This is an optimization exercise on Yosys and OpenROAD, whose aim is small area, a short achievable clock period and few clock cycles per item, not a production implementation.
RTL that was checked went through simulation tests only; none was proved equivalent to the original.
Power and IR drop assume default switching activity.

==> 05-24 <==
// wz_fxu
module wz_fxu (
    input  wire        clk,
    input  wire        rst,
    input  wire        in_valid,
    output wire        in_ready,
    input  wire [4:0]  in_op,
    input  wire        in_q,       
    input  wire [1:0]  in_t,       
    input  wire [3:0]  in_x,       
    input  wire [63:0] in_a,
    input  wire [63:0] in_b,
    output reg         out_valid,
    output reg  [63:0] out_data,
    output reg         out_ill
);
make LEC_CHECK=0 ABC_CLOCK_PERIOD_IN_PS=4000 CAP_MARGIN=70 CORE_MARGIN=2 CORE_UTILIZATION=40 PLACE_DENSITY=0.6 SETUP_SLACK_MARGIN=5 SLEW_MARGIN=70 finish   # period 17.0 ns
run.sh (not shown) runs the stock make flow with config.mk's settings and CLKGATE_MAP_FILE= SYNTH_SCRIPT=/design/flow/synth_recipe.tcl, a recipe that flattens the netlist after the stock synthesis.
==> inputs of 08-22, as changes to 05-24 <==
--- a/flow/design.v
+++ b/flow/design.v
@@ -17,18 +17,16 @@
                OP_TSHL = 5'h04, OP_TSHR = 5'h05, OP_TMOV = 5'h06, OP_TLD  = 5'h07,
                OP_QMUL = 5'h08, OP_QADD = 5'h09, OP_QSUB = 5'h0A, OP_QNEG = 5'h0B,
                OP_QABS = 5'h0C, OP_QRND = 5'h0D,
                OP_CRD  = 5'h10, OP_CWR  = 5'h11, OP_TSVL = 5'h12, OP_TSVH = 5'h13,
                OP_TRST = 5'h14;
     reg [79:0] till0, till1, till2, till3;
     reg [3:0]  tz;       
     reg [3:0]  cl, sg;   
-    reg [3:0]  rn2;      
-    reg        c_hi, c_lo;   
     reg [1:0]  rm;
     reg        sat;
     reg        sov;
     reg  rdy;
     assign in_ready = rdy;
     wire fire = in_valid & rdy;
     wire        i_raw = in_q | (in_op == OP_TRST) | (in_op == OP_CWR);
     wire [31:0] i_a   = i_raw ? in_a[31:0] : {in_a[15:0], 16'd0};
@@ -89,23 +87,23 @@
             else        b1[2*j] = one1[j] ^ neg1[j-1];
         end
     end
     localparam [71:0] KROW = 72'hff_5555_5556_0000_0000;
     reg [71:0] pp [0:16];
     reg [33:0] psel;
     reg [71:0] nrow;
     always @* begin
-        nrow = KROW;
+        nrow = KROW & {72{mul1}};
         for (j = 0; j < 16; j = j + 1) begin
-            psel = ({34{one1[j]}} & {{2{a1[31]}}, a1}) |
-                   ({34{two1[j]}} & {a1[31], a1, 1'b0});
-            psel = psel ^ {34{neg1[j]}};
-            pp[j] = {38'd0, ~psel[33], psel[32:0]} << (2*j);
-            nrow[2*j] = neg1[j];
+            psel = ({34{one1[j] & mul1}} & {{2{a1[31]}}, a1}) |
+                   ({34{two1[j] & mul1}} & {a1[31], a1, 1'b0});
+            psel = psel ^ {34{neg1[j] & mul1}};
+            pp[j] = {38'd0, ~psel[33] & mul1, psel[32:0]} << (2*j);
+            nrow[2*j] = neg1[j] & mul1;
         end
         pp[16] = nrow;
     end
     wire [71:0] l1 [0:11];
     wire [71:0] l2 [0:7];
     wire [71:0] l3 [0:5];
     wire [71:0] l4 [0:3];
     wire [71:0] l5 [0:2];
@@ -210,18 +208,18 @@
         if (d_trst) w_s = {b1[15], b1[15:0], ah1, a1};
         if (d_qadd) begin w_s = al_a; w_c = al_b; end
         if (d_qsub) begin w_s = al_a; w_c = ~al_b; w_cin = 1'b1; end
         if (d_qneg) begin w_c = ~al_a; w_cin = 1'b1; end
         if (d_qabs) begin w_c = a1[31] ? ~al_a : al_a; w_cin = a1[31]; end
         if (d_qrnd) w_s = al_r;
         if (d_trd)  w_s = rc_trd;
     end
-    wire [80:0] s_next = ({ms, 9'd0} & {81{mul1}}) | w_s;
-    wire [80:0] c_next = ({mc, 9'd0} & {81{mul1}}) | w_c;
+    wire [80:0] s_next = {ms, 9'd0} | w_s;
+    wire [80:0] c_next = {mc, 9'd0} | w_c;
     wire [1:0] rsel_t = d_tmov ? x1[1:0] : t1;
     wire       rd_any = d_tmac | d_tmsu | d_trd | d_tshl | d_tshr | d_tmov | d_tsvl | d_tsvh;
     wire       wr_any = d_tclr | d_tmac | d_tmsu | d_tshl | d_tshr | d_tmov | d_tld | d_trst;
     reg        v2;
     reg [3:0]  sel2, we2;
     reg [80:0] s2, c2;
     reg        cin2;
     reg        mac2, ph1_2, ph2_2, shl2;
@@ -275,26 +273,32 @@
         rco2   <= d_qmul & (rm == 2'd3) & m_neg;
         tsvl2  <= d_tsvl;
         tsvh2  <= d_tsvh;
         crd2   <= d_crd;
         cwr2   <= d_cwr;
         cwsov2 <= a1[3];
         ill2   <= v1 & ~d_legal;
     end
+    wire [3:0]  rs2 = sel2 & ~tz;
+    wire [3:0]  rn2 = rs2 & ~cl;
+    wire [3:0]  rc2 = rs2 & cl;
+    wire        c_hi = |(rc2 & sg);
+    wire        c_lo = |(rc2 & ~sg);
     wire [79:0] ta = ({80{rn2[0]}} & till0) | ({80{rn2[1]}} & till1) |
                      ({80{rn2[2]}} & till2) | ({80{rn2[3]}} & till3) |
                      {c_hi, {79{c_lo}}};
     wire [80:0] rc_mul = q2 ? ({81{rco2}} & {41'd0, {40{1'b1}}}) | ({81{rch2}} & (81'd1 << 39))
                             : ({81{rco2}} & {25'd0, {56{1'b1}}}) | ({81{rch2}} & (81'd1 << 55));
     wire [80:0] ea = {ta[79], ta} | rc_mul;
     wire [80:0] x_s = ea ^ s2 ^ c2;
     wire [80:0] x_m = (ea & s2) | (ea & c2) | (s2 & c2);
-    wire        inj = trd3_2 & ta[79] & (q2 ? |ta[39:0] : |ta[55:0]);
-    wire [80:0] x_c = {x_m[79:0], cin2};
+    wire        inj40 = trd3_2 & q2 & ta[79] & (|ta[39:0]);
+    wire        inj56 = trd3_2 & ~q2 & ta[79] & (|ta[55:0]);
+    wire [80:0] x_c = {x_m[79:56], x_m[55] | inj56, x_m[54:40], x_m[39] | inj40, x_m[38:0], cin2};
     wire [80:0] sum = x_s + x_c;
     wire        t_ovf = (mac2 & (sum[80] ^ sum[79])) | (ph2_2 & ovf2);
     wire        t_sgn = mac2 ? sum[80] : sgn2;
     wire        t_clamp = t_ovf & sat;
     wire [95:0] sh_x = shl2 ? {ta, 16'd0} : {{17{ta[79]}}, ta[79:1]};
     wire [3:0]  sh_m = shl2 ? ~x2 : x2;
     wire [95:0] sh_y = sh_x >> sh_m;
     wire [79:0] sh_v = sh_y[79:0];
@@ -321,64 +325,54 @@
     endgenerate
     wire sh_ovf = |(sh_neq & (oh_x | lt_x));
     assign e_inc = ~shl2 & sh_inc;
     assign e_ovf = shl2 & sh_ovf;
     assign e_sgn = ta[79];
     wire [79:0] t_new = ph1_2 ? sh_v : sum[79:0];
     wire        tie_a = q2 ? (ta[39] & ~|ta[38:0]) : (ta[55] & ~|ta[54:0]);
     wire        q_fix = fix2 & (trd2 ? tie_a : tie2);
-    wire [3:0]  e_we  = {4{v2}} & we2;
-    wire [3:0]  tz_n  = rst ? 4'hF : (tz & ~e_we);
-    wire [3:0]  cl_n  = (e_we & {4{t_clamp & ~ph1_2}}) | (~e_we & cl);
-    wire [3:0]  sg_n  = (e_we & {4{t_sgn}}) | (~e_we & sg);
-    wire [3:0]  sel_n = (v2 & ph1_2) ? sel2 : ({4{rd_any}} & (4'd1 << rsel_t));
-    wire [3:0]  rc_n  = sel_n & ~tz_n & cl_n;
     always @(posedge clk) begin
-        tz   <= tz_n;
-        cl   <= cl_n;
-        sg   <= sg_n;
-        rn2  <= sel_n & ~tz_n & ~cl_n;
-        c_hi <= |(rc_n & sg_n);
-        c_lo <= |(rc_n & ~sg_n);
-        if (e_we[0]) till0 <= t_new;
-        if (e_we[1]) till1 <= t_new;
-        if (e_we[2]) till2 <= t_new;
-        if (e_we[3]) till3 <= t_new;
+        if (rst) begin
+            tz <= 4'hF;
+        end else if (v2) begin
+            tz <= tz & ~we2;
+        end
+    end
+    always @(posedge clk) begin
+        if (v2 & we2[0]) begin till0 <= t_new; cl[0] <= t_clamp & ~ph1_2; sg[0] <= t_sgn; end
+        if (v2 & we2[1]) begin till1 <= t_new; cl[1] <= t_clamp & ~ph1_2; sg[1] <= t_sgn; end
+        if (v2 & we2[2]) begin till2 <= t_new; cl[2] <= t_clamp & ~ph1_2; sg[2] <= t_sgn; end
+        if (v2 & we2[3]) begin till3 <= t_new; cl[3] <= t_clamp & ~ph1_2; sg[3] <= t_sgn; end
     end
-    reg        inj3;
     reg        v3, qop3, q3, fix3, sat3, tsvl3, tsvh3, crd3, cwr3, cwsov3, ill3, tcl3;
     reg [1:0]  rm3;
     reg [80:0] f3;
     always @(posedge clk) begin
         if (rst) v3 <= 1'b0;
         else     v3 <= v2 & ~ph1_2;
         f3     <= sum;
         qop3   <= qop2;
         q3     <= q2;
         fix3   <= q_fix;
-        inj3   <= inj;
         sat3   <= sat;
         rm3    <= rm;
         tsvl3  <= tsvl2;
         tsvh3  <= tsvh2;
         crd3   <= crd2;
         cwr3   <= cwr2;
         cwsov3 <= cwsov2;
         ill3   <= ill2;
         tcl3   <= t_clamp & ~ph1_2;
     end
-    wire [40:0] q_v0  = {f3[80:56], q3 ? f3[55:40] : 16'd0};
-    wire [40:0] q_lsb = q3 ? 41'd1 : 41'h10000;
-    wire [40:0] q_v1  = q_v0 + ({41{inj3}} & q_lsb);
-    wire [40:0] q_v   = q_v1 & ~({41{fix3}} & q_lsb);
-    wire [31:0] q_w   = q3 ? q_v[31:0] : {q_v[31:16], 16'd0};
-    wire        q_in  = (q_v[40:31] == 10'd0) | (q_v[40:31] == 10'h3FF);
+    wire [31:0] q_w   = q3 ? {f3[71:41], f3[40] & ~fix3}
+                           : {f3[71:57], f3[56] & ~fix3, 16'd0};
+    wire        q_in  = (f3[80:71] == 10'd0) | (f3[80:71] == 10'h3FF);
     wire        q_clamp = ~q_in & sat3;
-    wire [31:0] q_c   = q_clamp ? {q_v[40], {31{~q_v[40]}}} : q_w;
+    wire [31:0] q_c   = q_clamp ? {f3[80], {31{~f3[80]}}} : q_w;
     wire [63:0] q_out = q3 ? {{32{q_c[31]}}, q_c} : {{48{q_c[31]}}, q_c[31:16]};
     wire [63:0] res = qop3  ? q_out :
                       tsvl3 ? f3[63:0] :
                       tsvh3 ? {48'd0, f3[79:64]} :
                       crd3  ? {60'd0, sov, sat3, rm3} : 64'd0;
     always @(posedge clk) begin
         if (rst) begin
             sov       <= 1'b0;
==> flow/flow/run.sh (new file) <==
#!/bin/bash
set -euo pipefail
bash standard.sh SETUP_SLACK_MARGIN=12 finish > make.log 2>&1
==> flow/standard.sh (new file) <==
#!/bin/bash
# synth_recipe.tcl (not shown) runs the flow's synth.tcl, then flattens the netlist and writes it again
# the make line also repeats each setting of config.mk as NAME=value (left out here)
make -C /OpenROAD-flow-scripts/flow DESIGN_CONFIG=/design/flow/config.mk WORK_HOME=/design/flow/orfs CLKGATE_MAP_FILE= SYNTH_SCRIPT=/design/flow/synth_recipe.tcl "${@:-finish}"
- ABC_CLOCK_PERIOD_IN_PS: 4000 -> unset
- SETUP_SLACK_MARGIN: 5 -> unset
removed: flow/run.sh
==> results.txt <==
quantity                                                         08-22      05-24
Outcome                               no timing/DRC/antenna violations  no timing/DRC/antenna violations
Met1 usage in global routing                                    42.51%     40.08%
Post-synthesis sequential element count                            805        811
Clk pwr                                                        1.99 mW    2.11 mW
Die boundary width                                            417.5 µm   421.8 µm
Worst Reg-to-Reg Cells                                              24         22
Gate count of the mapped netlist                                  7487       7684
Adder and majority gate portion of the synthesized area         20.22%     19.65%
Area share of xor/xnor cells in the synthesized design          9.194%     9.395%
Total placed cells including tap cells                            9473       9766
Global-route track usage on met3                                8.775%     5.953%
Headroom to the max-slew limit                                  61.24%     67.56%
Path length in cells of the critical path                           24         22
Comb pwr                                                       2.60 mW    10.4 mW
Fraction of layout instances using a drive strength above 1     27.62%     11.85%
Final standard cell area without fillers                     89800 µm²  80370 µm²
Fraction of the yosys area taken by sequential cells            28.54%     28.02%
LEAKAGE                                                       36.33 nW   32.54 nW
Pwr Total                                                     7.011 mW   14.84 mW
Final Wtd Congestion                                            0.9998     0.9884
Post-synthesis net count                                          8415       8612
Arrival time worst endpoint                                    6.22 ns    6.88 ns
Vias                                                             63240      60688
Final HPWL DP                                                212300 µm  213900 µm
Clk tree area frac                                              3.370%     4.013%
Non-clock inverter instance count of the final layout              870        872
Testbench counts of 05-24, summed over its fixed seeds: cycles 12,139, items 12,000.
The RTL of 08-22 was laid out without a check of its function.

-- re-timing with driven ports --
Ports are ideal in the flow. The routed layouts listed here were re-timed in OpenROAD. Step 1, drivers: a clkbuf_16 drives clk and a buf_2 each remaining input, both assumed. Step 2, shift: input delay + t, output delay - t, t = (earliest + latest rising clock arrival at the registers) / 2. This alone moves slack from input paths to output paths. a / b / c = ideal ports / drivers / drivers and shift; a / b = the first two.
run	t (ns)	slack for setup (ns)	worst setup path after step 2	worst register clock-pin slew, ns	cell pins on the clock port's net
05-24	0.816	10.619 / 10.619 / 10.619	register to register	0.07 / 0.07	1
08-22	0.821	11.230 / 11.230 / 11.230	register to register	0.07 / 0.07	1
After both steps setup and hold are still met in every run listed.
